This design comes from an exercise in tuning for small area, a short achievable clock period and few clock cycles on the open sky130 flow, not from production work.
Only simulation tests tie the RTL to the original design; equivalence was not proved.

## flow/run.sh

```bash
#!/bin/bash
# synth_recipe.tcl (not shown) runs the flow's synth.tcl, then flattens the netlist and writes it again
# the make line also repeats each setting of config.mk as NAME=value (left out here)
make -C /OpenROAD-flow-scripts/flow DESIGN_CONFIG=/design/flow/config.mk WORK_HOME=/design/flow/orfs CLKGATE_MAP_FILE= SYNTH_SCRIPT=/design/flow/synth_recipe.tcl finish
```

## flow/config.mk

```make
export PLATFORM = sky130hd
export DESIGN_NAME = nib_law
export DESIGN_NICKNAME = nib_law
export VERILOG_FILES = /design/flow/design.v
export SDC_FILE = /design/flow/constraint.sdc
export NUM_CORES = 4
export LEC_CHECK = 0
export CAP_MARGIN = 20
export CORE_MARGIN = 2
export CORE_UTILIZATION = 30
export PLACE_DENSITY = 0.5
export SLEW_MARGIN = 20
```

## flow/constraint.sdc

```tcl
create_clock -name core_clock -period 22.0 [get_ports {clk}]
set_input_delay 4.4000 -clock core_clock [delete_from_list [all_inputs] [get_ports {clk}]]
set_output_delay 4.4000 -clock core_clock [all_outputs]
set_load 0.01 [all_outputs]
```

## flow/design.v

```verilog
module nib_law (
    input  wire        clk,
    input  wire        rst,           
    input  wire        start,         
    input  wire        op_init,       
    input  wire        keep_hist,     
    input  wire        clear,         
    input  wire        outer,         
    input  wire        ff_en,
    input  wire [3:0]  outer_shift,   
    input  wire [3:0]  inner_shift,   
    input  wire [31:0] b0,
    input  wire [31:0] b1,
    input  wire [31:0] b2,
    input  wire [31:0] a1,
    input  wire [31:0] a2,
    input  wire [31:0] kp,
    input  wire [31:0] ki,
    input  wire [31:0] ff_gain,
    input  wire [31:0] d_min,
    input  wire [31:0] d_max,
    input  wire [31:0] lo,
    input  wire [31:0] hi,
    input  wire [31:0] e_o,           
    input  wire [31:0] i_set,         
    input  wire [31:0] i_n,           
    input  wire [31:0] v,             
    input  wire [31:0] vbus,          
    input  wire [19:0] period,        
    output wire        ready,
    output reg         done,
    output wire [31:0] d_out,
    output wire [19:0] on_out,
    output wire [31:0] iref_out,
    output wire [31:0] integ_out,
    output reg  [9:0]  flags
);
    localparam signed [31:0] QMAX = 32'sh7FFF_FFFF;
    localparam signed [31:0] QMIN = 32'sh8000_0000;
    localparam signed [31:0] BUS_FLOOR_V = 32'sd100000;
    localparam [3:0] P_FF = 4'd0, P_KP = 4'd1, P_KI = 4'd2, P_B1 = 4'd3,
                     P_B2 = 4'd4, P_A1 = 4'd5, P_A2 = 4'd6, P_B0 = 4'd7,
                     P_FIN = 4'd8, P_ON = 4'd9;
    function signed [31:0] sat48;
        input signed [47:0] x;
        begin
            if (x > $signed({{16{1'b0}}, QMAX}))
                sat48 = QMAX;
            else if (x < $signed({{16{1'b1}}, QMIN}))
                sat48 = QMIN;
            else
                sat48 = x[31:0];
        end
    endfunction
    function at_bound48;
        input signed [47:0] x;
        begin
            at_bound48 = (x >= $signed({{16{1'b0}}, QMAX})) ||
                         (x <= $signed({{16{1'b1}}, QMIN}));
        end
    endfunction
    function signed [31:0] clamp;
        input signed [31:0] x, l, h;
        begin
            if (x < l)      clamp = l;
            else if (x > h) clamp = h;
            else            clamp = x;
        end
    endfunction
    function signed [47:0] rnd_h;
        input signed [47:0] h;
        input gt, eq;
        begin
            rnd_h = h + {47'd0, gt | (eq & ~h[47])};
        end
    endfunction
    reg        busy;
    reg [3:0]  pc;
    assign ready = !busy;
    wire       acc_go = start && !busy;
    reg        r_init, r_keep, r_outer, r_ffen;
    reg [3:0]  r_ish;
    reg signed [31:0] r_b0, r_b1, r_b2, r_a1, r_a2, r_kp, r_ki;
    reg               r_dneg;             
    reg        [32:0] r_vd;               
    reg        [3:0]  r_s;                
    reg               r_bus_low;          
    reg signed [31:0] r_dmin, r_dmax, r_lo, r_hi;
    reg signed [31:0] r_e;                
    reg signed [31:0] r_in;
    reg        [19:0] r_period;
    reg signed [31:0] integ, e1, e2, y1, y2;
    reg        isp;           
    reg signed [31:0] iref;
    reg signed [33:0] h_kp;               
    reg        g_kp, q_kp;                
    reg signed [31:0] dd;                 
    reg        asat;
    reg        oal;
    reg [66:0] acc;
    assign d_out     = dd;
    assign iref_out  = iref;
    assign integ_out = integ;
    wire eval_outer = r_outer && !r_init;
    wire signed [47:0] e_sh_in = {{16{e_o[31]}}, e_o} <<< outer_shift;
    wire signed [31:0] e_in    = sat48(e_sh_in);
    wire               blow_in = ($signed(vbus) < BUS_FLOOR_V);
    wire        [30:0] vb_in   = blow_in ? BUS_FLOOR_V[30:0] : vbus[30:0];
    reg         [3:0]  s_in;
    integer j;
    always @* begin
        s_in = 4'd15;
        for (j = 16; j <= 30; j = j + 1)
            if (vb_in[j]) s_in = 31 - j;
    end
    reg  [3:0]         pc_nx;
    reg  signed [32:0] a_nx, b_nx;
    reg                n_nx;
    reg  [3:0]         bs_nx;             
    reg  signed [32:0] mul_a, mul_b;
    reg                mneg;
    reg  [3:0]         bsel;
    wire signed [66:0] base = ({67{bsel[0]}} & acc)
                            | ({67{bsel[1]}} & {37'd0, r_vd[30:1]})
                            | ({67{bsel[2]}} & 67'sd536870912)
                            | ({67{bsel[3]}} & (dd[31] ? 67'sd536870911 : 67'sd536870912));
    reg  [66:0] mac;
    reg  [34:0] pp;
    reg  [2:0]  bb;
    reg         b_neg, b_one, b_two;
    integer m;
    always @* begin
        mac = base;
        for (m = 0; m < 17; m = m + 1) begin
            bb    = {(2*m+1 <= 32) ? mul_b[2*m+1] : mul_b[32], mul_b[2*m], (m == 0) ? 1'b0 : mul_b[2*m-1]};
            b_neg = bb[2] ^ mneg;
            b_one = bb[1] ^ bb[0];
            b_two = (bb == 3'b100) || (bb == 3'b011);
            pp    = b_one ? {{2{mul_a[32]}}, mul_a} : b_two ? {mul_a[32], mul_a, 1'b0} : 35'd0;
            pp    = pp ^ {35{b_neg}};
            mac   = mac + ({32'd0, ~pp[34], pp[33:0]} << (2*m)) + ({66'd0, b_neg} << (2*m));
        end
        for (m = 0; m < 17; m = m + 1)
            mac = mac - (67'd1 << (34 + 2*m));
    end
    assign on_out = acc[49:30];
    reg  [35:0] d_s, d_c;
    reg  [3:0]  d_est;
    reg  [31:0] d_tp, d_n;
    reg         d_ovf, d_run, d_fin, d_ok;
    reg  [2:0]  d_cnt;
    reg         prev_ff;                  
    wire [64:0] x_n2   = {acc[63:0], r_vd[0]};
    wire [63:0] x_sh   = x_n2[63:0] << r_s;
    reg  [32:0] den;                      
    wire [35:0] add_p  = ~{3'd0, den};
    wire [35:0] add_n  = {3'd0, den};
    function [3:0] est_next;
        input [35:0] av, bv, addv;
        reg [35:0] sx, cx;
        reg [3:0]  x, y;
        reg        c0, c1, c2;
        begin
            sx = av ^ bv ^ addv;
            cx = (av & bv) | (av & addv) | (bv & addv);
            x  = sx[34:31];
            y  = cx[33:30];
            c0 = x[0] & y[0];
            c1 = (x[1] & y[1]) | ((x[1] ^ y[1]) & c0);
            c2 = (x[2] & y[2]) | ((x[2] ^ y[2]) & c1);
            est_next = {x[3] ^ y[3] ^ c2, x[2] ^ y[2] ^ c1, x[1] ^ y[1] ^ c0, x[0] ^ y[0]};
        end
    endfunction
    reg  [35:0] s_n, c_n, av, bv, addv;
    reg  [30:0] tp_n, n_n;
    reg  [3:0]  est, e_p, e_z, e_n;
    reg         q_p, q_z;
    reg  [35:0] s_2, c_2;                 
    reg  [1:0]  qp_2, qn_2;               
    integer k;
    always @* begin
        s_n  = d_s;
        c_n  = d_c;
        tp_n = d_tp[30:0];
        n_n  = d_n[30:0];
        est  = d_est;
        s_2  = 36'd0;
        c_2  = 36'd0;
        qp_2 = 2'd0;
        qn_2 = 2'd0;
        for (k = 0; k < 5; k = k + 1) begin
            av   = {s_n[34:0], tp_n[30]};
            bv   = {c_n[34:0], 1'b0};
            e_p  = est_next(av, bv, add_p);
            e_z  = est_next(av, bv, 36'd0);
            e_n  = est_next(av, bv, add_n);
            q_p  = !est[3];
            q_z  = (est == 4'b1111);
            est  = ({4{q_p}} & e_p) | ({4{q_z}} & e_z) | ({4{!q_p && !q_z}} & e_n);
            if (q_p) begin                            
                addv  = add_p;
                bv[0] = 1'b1;
            end else if (q_z) begin                   
                addv  = 36'd0;
            end else begin                            
                addv  = add_n;
            end
            tp_n = {tp_n[29:0], q_p};
            n_n  = {n_n[29:0], !q_p && !q_z};
            s_n = av ^ bv ^ addv;
            c_n = (av & bv) | (av & addv) | (bv & addv);
            c_n = {c_n[34:0], 1'b0};
            if (k < 2) begin
                qp_2[1-k] = q_p;
                qn_2[1-k] = !q_p && !q_z;
            end
            if (k == 1) begin
                s_2 = s_n;
                c_2 = c_n;
            end
            if (k == 0 && prev_ff) begin
                s_n  = {3'd0, x_sh[63:31]};
                c_n  = 36'd0;
                tp_n = x_sh[30:0];
                n_n  = 31'd0;
                est  = {2'b00, x_sh[63:62]};
            end
        end
    end
    wire [35:0] d_rem  = s_2 + c_2;
    wire [28:0] d_z    = d_tp[28:0] + ~d_n[28:0];
    wire [28:0] d_z1   = d_tp[28:0] - d_n[28:0];
    wire [2:0]  d_u0   = 3'd4 + {qp_2[1], 1'b0} + {2'd0, qp_2[0]}
                              - {qn_2[1], 1'b0} - {2'd0, qn_2[0]};
    wire [2:0]  d_u1   = d_u0 - 3'd1;
    wire [30:0] d_q0   = {d_u0[2] ? d_z1 : d_z, d_u0[1:0]};
    wire [30:0] d_q1   = {d_u1[2] ? d_z1 : d_z, d_u1[1:0]};
    wire [30:0] d_q    = d_rem[35] ? d_q1 : d_q0;
    wire [30:0] ff_q   = d_tp[30:0];
    wire        ff_sat = d_ovf || (!r_dneg && (&ff_q));
    wire [31:0] ff_x   = !r_ffen ? 32'd0 :
                         ff_sat  ? (r_dneg ? QMIN : QMAX) :
                                   ({1'b0, ff_q} ^ {32{r_dneg}});
    wire        ff_ci  = r_ffen && !ff_sat && r_dneg;
    wire signed [31:0] ff_use = ff_x + {31'd0, ff_ci};
    wire signed [47:0] integ_x  = {{16{integ[31]}}, integ};
    wire signed [47:0] integ_x1 = integ_x + 48'sd1;
    wire signed [47:0] kp_x     = {{14{h_kp[33]}}, h_kp};
    wire signed [47:0] ki_x     = {{14{acc[63]}}, acc[63:30]};
    wire signed [47:0] pre_0 = kp_x + integ_x;
    wire signed [47:0] pre_1 = kp_x + integ_x1;
    wire signed [47:0] ic_0  = ki_x + integ_x;
    wire signed [47:0] ic_1  = ki_x + integ_x1;
    wire               ki_g  = acc[29:0] > 30'h2000_0000;
    wire               ki_q  = acc[29:0] == 30'h2000_0000;
    wire signed [47:0] pre_x = (g_kp | (q_kp & ~pre_0[47])) ? pre_1 : pre_0;
    wire signed [47:0] ic_x  = (ki_g | (ki_q & ~ic_0[47])) ? ic_1 : ic_0;
    wire signed [31:0] pre_s = sat48(pre_x);
    wire               upd   = (r_lo < pre_s) && (pre_s < r_hi) && !isp;
    wire signed [31:0] lh_cl = clamp(r_init ? r_in : pre_s, r_lo, r_hi);
    wire signed [32:0] ei_dif = {iref[31], iref} - {r_in[31], r_in};
    wire signed [47:0] ei_sh  = {{15{ei_dif[32]}}, ei_dif} <<< r_ish;
    wire signed [36:0] y_h    = acc[66:30];
    wire               y_tneg = (acc[29:0] == 30'd0) && (y_h[36] || y_h == 37'sd0);
    wire               y_hi   = (y_h >= $signed({5'd0, QMAX}));
    wire               y_lo   = y_tneg ? (y_h <= $signed({5'h1f, QMIN}) + 37'sd1)
                                       : (y_h <= $signed({5'h1f, QMIN}));
    wire signed [31:0] y_a    = y_hi ? QMAX : y_lo ? QMIN : y_h[31:0];
    wire               y_t    = y_tneg && !y_hi && !y_lo;
    wire signed [32:0] draw_x = {y_a[31], y_a} + {ff_x[31], ff_x} + {32'd0, ff_ci} - {32'd0, y_t};
    wire signed [31:0] d_raw  = sat48({{15{draw_x[32]}}, draw_x});
    wire signed [31:0] d_x    = !r_init ? d_raw : r_ffen ? ff_use : r_dmin;
    wire               d_lt   = (d_x < r_dmin);
    wire               d_gt   = (d_x > r_dmax);
    wire signed [31:0] d_cl   = d_lt ? r_dmin : d_gt ? r_dmax : d_x;
    wire signed [47:0] y1_x   = {{16{dd[31]}}, dd} - {{16{ff_use[31]}}, ff_use};
    wire fin_ok = !r_ffen || d_ok;
    always @* begin
        pc_nx = pc;
        if (acc_go)
            pc_nx = ff_en ? P_FF : op_init ? P_FIN : outer ? P_KP : P_B1;
        else if (busy)
            case (pc)
                P_FF:  pc_nx = r_init ? P_FIN : r_outer ? P_KP : P_B1;
                P_KP:  pc_nx = P_KI;
                P_KI:  pc_nx = P_B1;
                P_B1:  pc_nx = P_B2;
                P_B2:  pc_nx = P_A1;
                P_A1:  pc_nx = P_A2;
                P_A2:  pc_nx = P_B0;
                P_B0:  pc_nx = P_FIN;
                P_FIN: pc_nx = fin_ok ? P_ON : P_FIN;
                default: pc_nx = P_ON;
            endcase
    end
    always @* begin
        n_nx  = 1'b0;
        bs_nx = 4'b0000;
        case (pc_nx)
            P_FF: begin      
                a_nx  = {ff_gain[31], ff_gain}; b_nx = {v[31], v};
                n_nx  = ff_gain[31] ^ v[31];
                bs_nx = 4'b0010;
            end
            P_KP: begin
                a_nx = acc_go ? {kp[31], kp} : {r_kp[31], r_kp};
                b_nx = acc_go ? {e_in[31], e_in} : {r_e[31], r_e};
            end
            P_KI: begin a_nx = {r_ki[31], r_ki}; b_nx = {r_e[31], r_e}; end
            P_B1: begin
                a_nx  = acc_go ? {b1[31], b1} : {r_b1[31], r_b1};
                b_nx  = {e1[31], e1};
                bs_nx = 4'b0100;
            end
            P_B2: begin a_nx = {r_b2[31], r_b2}; b_nx = {e2[31], e2}; bs_nx = 4'b0001; end
            P_A1: begin a_nx = {r_a1[31], r_a1}; b_nx = {y1[31], y1}; bs_nx = 4'b0001; n_nx = 1'b1; end
            P_A2: begin a_nx = {r_a2[31], r_a2}; b_nx = {y2[31], y2}; bs_nx = 4'b0001; n_nx = 1'b1; end
            P_B0: begin a_nx = {r_b0[31], r_b0}; b_nx = {r_e[31], r_e}; bs_nx = 4'b0001; end
            P_FIN: begin a_nx = 33'sd0; b_nx = 33'sd0; bs_nx = 4'b0001; end       
            default: begin   
                a_nx  = (pc == P_FIN) ? {d_cl[31], d_cl} : {dd[31], dd};
                b_nx  = {13'd0, r_period};
                bs_nx = 4'b1000;
            end
        endcase
    end
    always @(posedge clk) begin
        acc   <= mac;
        mul_a <= a_nx;
        mul_b <= b_nx;
        mneg  <= n_nx;
        bsel  <= bs_nx;
        prev_ff <= busy && (pc == P_FF) && !acc_go;
        if (prev_ff)
            d_ovf <= (acc[63:30] >= {1'b0, r_vd[31:0], 1'b0});
        if (pc == P_FF)
            den <= {r_vd[31:0], 1'b0} << r_s;
        if (prev_ff || d_run) begin
            d_est <= est;
            d_s  <= s_n;
            d_c  <= c_n;
            d_tp <= {1'b0, tp_n};
            d_n  <= {1'b0, n_n};
        end
        if (d_fin)
            d_tp <= {1'b0, d_q};              
        if (rst) begin
            busy  <= 1'b0;
            pc    <= P_ON;
            done  <= 1'b0;
            integ <= 32'sd0;
            e1    <= 32'sd0;
            e2    <= 32'sd0;
            y1    <= 32'sd0;
            y2    <= 32'sd0;
            isp   <= 1'b0;
            flags <= 10'd0;
            d_run <= 1'b0;
            d_fin <= 1'b0;
            d_ok  <= 1'b0;
            d_cnt <= 3'd0;
            prev_ff <= 1'b0;
        end else begin
            done <= 1'b0;
            d_fin <= 1'b0;
            if (prev_ff) begin
                d_run <= 1'b1;
                d_cnt <= 3'd1;
            end else if (d_run) begin
                d_cnt <= d_cnt + 3'd1;
                if (d_cnt == 3'd5) begin
                    d_run <= 1'b0;
                    d_fin <= 1'b1;
                end
            end else if (d_fin) begin
                d_ok  <= 1'b1;
            end
            if (acc_go) begin
                busy      <= 1'b1;
                pc        <= ff_en ? P_FF : op_init ? P_FIN : outer ? P_KP : P_B1;
                r_init    <= op_init;
                r_keep    <= keep_hist;
                r_outer   <= outer;
                r_ffen    <= ff_en;
                r_ish     <= inner_shift;
                r_b0      <= b0;
                r_b1      <= b1;
                r_b2      <= b2;
                r_a1      <= a1;
                r_a2      <= a2;
                r_kp      <= kp;
                r_ki      <= ki;
                r_dneg    <= (ff_gain != 32'd0) && (v != 32'd0) && (ff_gain[31] ^ v[31]);
                r_vd      <= {2'd0, vb_in};
                r_s       <= s_in;
                r_bus_low <= blow_in;
                r_dmin    <= d_min;
                r_dmax    <= d_max;
                r_lo      <= lo;
                r_hi      <= hi;
                r_e       <= e_in;
                asat      <= outer && !op_init && at_bound48(e_sh_in);
                r_in      <= i_n;
                iref      <= op_init ? 32'sd0 : i_set;
                r_period  <= period;
                oal       <= 1'b0;
                d_ok      <= 1'b0;
                d_run     <= 1'b0;
                d_fin     <= 1'b0;
                d_cnt     <= 3'd0;
                if (clear)
                    flags[5:0] <= 6'd0;
            end else if (busy) begin
                case (pc)
                    P_FF:  pc <= r_init ? P_FIN : r_outer ? P_KP : P_B1;
                    P_KP:  pc <= P_KI;
                    P_KI: begin
                        h_kp <= acc[63:30];
                        g_kp <= (acc[29:0] > 30'h2000_0000);
                        q_kp <= (acc[29:0] == 30'h2000_0000);
                        pc   <= P_B1;
                    end
                    P_B1: begin
                        if (eval_outer) begin
                            asat <= asat | at_bound48(pre_x) | (upd & at_bound48(ic_x));
                            if (upd)
                                integ <= sat48(ic_x);
                        end
                        pc <= P_B2;
                    end
                    P_B2: begin
                        if (eval_outer) begin
                            asat <= asat | at_bound48(pre_x);
                            iref <= lh_cl;
                        end
                        pc <= P_A1;
                    end
                    P_A1: begin
                        oal  <= r_outer && ((iref == r_lo) || (iref == r_hi));
                        r_e  <= sat48(ei_sh);
                        asat <= asat | at_bound48(ei_sh);
                        pc   <= P_A2;
                    end
                    P_A2:  pc <= P_B0;
                    P_B0:  pc <= P_FIN;
                    P_FIN: if (fin_ok) begin
                        if (r_init) begin
                            dd <= d_cl;
                            if (!r_keep) begin
                                e1  <= 32'sd0;
                                e2  <= 32'sd0;
                                y1  <= 32'sd0;
                                y2  <= 32'sd0;
                                isp <= 1'b0;
                            end
                            integ <= lh_cl;
                        end else begin
                            dd   <= d_cl;
                            e2   <= e1;
                            e1   <= r_e;
                            y2   <= y1;
                            isp  <= d_lt | d_gt;
                            flags[9] <= oal;
                            flags[8] <= d_lt | d_gt;
                            if (oal)                  flags[3] <= 1'b1;
                            if (d_lt)                 flags[2] <= 1'b1;
                            if (d_gt)                 flags[1] <= 1'b1;
                            if (r_ffen && r_bus_low)  flags[5] <= 1'b1;
                            if (asat || y_hi || y_lo || at_bound48({{15{draw_x[32]}}, draw_x}) ||
                                (r_ffen && ff_sat))
                                flags[0] <= 1'b1;
                        end
                        pc <= P_ON;
                    end
                    default: begin        
                        if (!r_init) begin
                            y1 <= sat48(y1_x);
                            if (at_bound48(y1_x))
                                flags[0] <= 1'b1;
                        end
                        done <= 1'b1;
                        busy <= 1'b0;
                    end
                endcase
            end
        end
    end
endmodule
```

==> run_results.csv <==
group,metric,value,unit
clock_network,clk_path_buf_depth,4,
timing,max_freq,79.65,MHz
logic_synthesis,synth_area_per_cell,9.130,sq um
global_route,grt_util_all_layers,0.2623,
die,core_area,375500,sq um
clock_network,cts_hold_repair.buffers,0,
setup_path,r2r-end,"d_est[3]$_DFFE_PP_",
die,start_util,0.3012,
setup_path,timing.rr.start,"den[31]$_DFFE_PP_",
timing,tightest_slew,1.191,ns
timing,finalSetupTns,0,ns
clock_network,cts_tree,"built",
cells_and_area,layout-drive-gt1-share,0.06792,
cells_and_area,n_fill_cell,39020,
clock_network,cts_max_level,4,
timing,hold_viol_final,0,
logic_synthesis,syn_area,113100,sq um
route,dr.pass1.iters,8,
logic_synthesis,synth_top_cell_by_area,"edfxtp_1",
logic_synthesis,synth-edff-count,747,
timing,finalCriticalPeriod,12.55,ns
timing,post-route-period-util,0.5707,
die,io_pins,708,
cells_and_area,final_cell_mix,"inv_1, nand2_1, a21oi_1",
clock_network,clkTransAtPathRegs,0.06,ns
global_route,grt_max_degree,111,
cells_and_area,layout_commonest_cell,"inv_1",
logic_synthesis,synthTopCellsByArea,"edfxtp_1, fa_1, ha_1",
global_route,grt_pass1_wl,729200,um
logic_synthesis,synth_ff_type,"edfxtp_1",
placement,io_buffers,704,
worst_hold_path,hold_class,"flop to flop",
logic_synthesis,synthCells,12390,
logic_synthesis,yosysSeqAreaShare,0.2544,
logic_synthesis,synth_top_area_frac,0.1983,
logic_synthesis,yosys.cell_types.count,108,
setup_path,crit_arrival,13.17,ns
clock_network,cts.sinks,1064,
setup_path,crit_path_frequent_cell,"fa_1",
worst_hold_path,min_from,"flags[3]$_SDFFE_PP0P_",
cells_and_area,regArea,28790,sq um
logic_synthesis,synth_seq_cells,1064,
worst_hold_path,hold_depth,2,
cells_and_area,layout.nets,14860,
route,drcViolationCount,0,
route,antenna_left,0,
clock_network,cts_setup_buffers,0,
run,cap_violations,0,
timing,rsz0062_at_grt,"false",
setup_path,worstRegToRegCells,38,
route,wire_per_inst,29.00,um
setup_path,cp.required,22.62,ns
setup_path,path_max_fanout,42,
die,die_h,618.1,um
timing,slew-limit-headroom,0.1833,
global_route,antenna_found_initial,96,
die,die_x,618.1,um
logic_synthesis,synth-warning-count,1,
timing,finalSetupViolations,0,
clock_network,clockRootBuffer,"clkbuf_16",
die,rows,225,
clock_network,cts_made_buffers,144,
setup_path,worstSetupStartpointType,"flop",
die,die-area,382000,sq um
placement,gp_congestion,0.9619,
route,routed_wirelength,516500,um
clock_network,ctsResizeCount,0,
route,via_count,99630,
clock_network,insertion_delay,0.90,ns
setup_path,critPathKind,"flop to flop",
status,status,"finished clean",
route,vias_per_cell,5.594,
setup_path,slowest_stage,"edfxtp_1",
setup_path,worst-r2r-setup-slack,9.45,ns
global_route,grt_overflow,0,
cells_and_area,final_util,0.3474,
global_route,grt_pass1_vias,95740,
placement,dp_hpwl,398900,um
setup_path,end_kind,"flop",
timing,slew_violations,0,
timing,clock-skew-final,0.09062,ns
worst_hold_path,min_delay_worst_endpoint,"flags[3]$_SDFFE_PP0P_",
logic_synthesis,synth_async_sr_flop_share,0,
setup_path,max_stage_delay,0.77,ns
route,drt_iter0_markers,11510,
cells_and_area,multi_input_comb_area,77270,sq um
cells_and_area,syn2layout_area_growth,15.34,%
## worst max-delay path: cells and delay by family (launching register included)
kind / cells / cell delay (ns)
fa+ha+maj: 14 / 5.66
buf+inv: 9 / 2.57
simple gates: 5 / 1.88
compound gates: 6 / 0.80
flops: 1 / 0.77
xor+xnor: 3 / 0.40
mux: 1 / 0.16
## cell families (layout without fill, tap and decap cells)
| family | count (synthesis) | after routing | share of synthesized area |
|---|---|---|---|
| flops | 1064 | 1064 | 0.2544 |
| mux | 491 | 491 | 0.05635 |
| fa+ha+maj | 1624 | 1624 | 0.2302 |
| simple gates | 2958 | 2958 | 0.1247 |
| compound gates | 3272 | 3272 | 0.1901 |
| other cells | 1 | 41 | 0.00003315 |
| buf+inv | 1987 | 2373 | 0.06722 |
| xor+xnor | 994 | 994 | 0.07702 |
## metal layers
layer | share of wire | routed length, um | vias up | GRT usage
met1 | 0.43 | 220200 | 49460 | 0.3556
met2 | 0.44 | 228000 | 4573 | 0.4078
met3 | 0.087 | 44800 | 783 | 0.05393
li1 | - | - | 44770 | -
met4 | 0.045 | 23070 | 50 | 0.1022
met5 | 0.00076 | 391 | - | 0
## metrics by stage
| stage | setup WS, ns | instance area (sq um) | std cells | hold slack (ns) |
|---|---|---|---|---|
| after global routing | 8.639 | 130400 | 17790 | 0.4951 |
| after detailed placement | 9.352 | 125600 | 17510 | 0.4512 |
| final | 9.445 | 130500 | 17810 | 0.4601 |
| after global placement | 9.406 | 125600 | 17510 | 0.4418 |
| after CTS | 9.337 | 130400 | 17770 | 0.4680 |
| after floorplan | 4.236 | 113100 | 12390 | 0.4324 |
## cell type report
type,count,area share
Antenna cell,38,0.0007288
Inverter,1161,0.03342
Timing Repair Buffer,951,0.06832
Multi-Input combinational cell,9342,0.5922
Clock inverter,62,0.005965
Tap cell,4994,0.04789
Clock buffer,199,0.03078
Sequential cell,1064,0.2207
## worst max-delay path by stage
stage,startpoint,endpoint,cells past startpoint
after CTS,den[31]$_DFFE_PP_,d_est[3]$_DFFE_PP_,42
final,den[31]$_DFFE_PP_,d_est[3]$_DFFE_PP_,38
after global placement,den[31]$_DFFE_PP_,d_est[3]$_DFFE_PP_,42
after global routing,den[31]$_DFFE_PP_,d_est[3]$_DFFE_PP_,42
after floorplan,start,r_a1[0]$_DFFE_PP_,7
after detailed placement,den[31]$_DFFE_PP_,d_est[3]$_DFFE_PP_,38
## registers in the layout, summed over array words and instances (netlist names), 33 cells and up
register and flops:
d_c 33, d_s 34, acc 67, h_kp 34
## synth_stat cells, types with 116 or more instances
cell type  count
edfxtp_1     747
inv_1       1149
dfxtp_1      317
nand2_1      869
a21o_1       246
xnor2_1      580
a21oi_1      863
clkbuf_1     686
nand2b_1     116
ha_1         851
a211oi_1     124
fa_1         765
nor3_1       136
mux2i_1      271
xor2_1       413
nand3_1      266
o21ai_0      600
a22oi_1      593
nor2_1       787
nand4_1      154
Testbench counts, summed over its fixed seeds: cycles 34,611.

[separate check: timing with driven ports]
The results above use ideal ports. As a check the final layout listed here was re-extracted and re-timed, cells and wires unchanged.
Step 1, drivers: a clkbuf_16 drives clk and a buf_2 each remaining input, both assumed.
Step 2, shift: input delay + t, output delay - t, t = (earliest + latest rising clock arrival at the registers) / 2. This alone moves slack from input paths to output paths.
a / b / c = ideal ports / drivers / drivers and shift; a / b = the first two.
shift t [ns]: 0.969
setup WS [ns]: 9.445 / 9.445 / 9.445
cell pins on the clock port's net: 1
After both steps setup and hold are still met in this run. For this run, drivers alone change the setup slack by 0.000 ns; drivers and shift together by 0.000 ns.
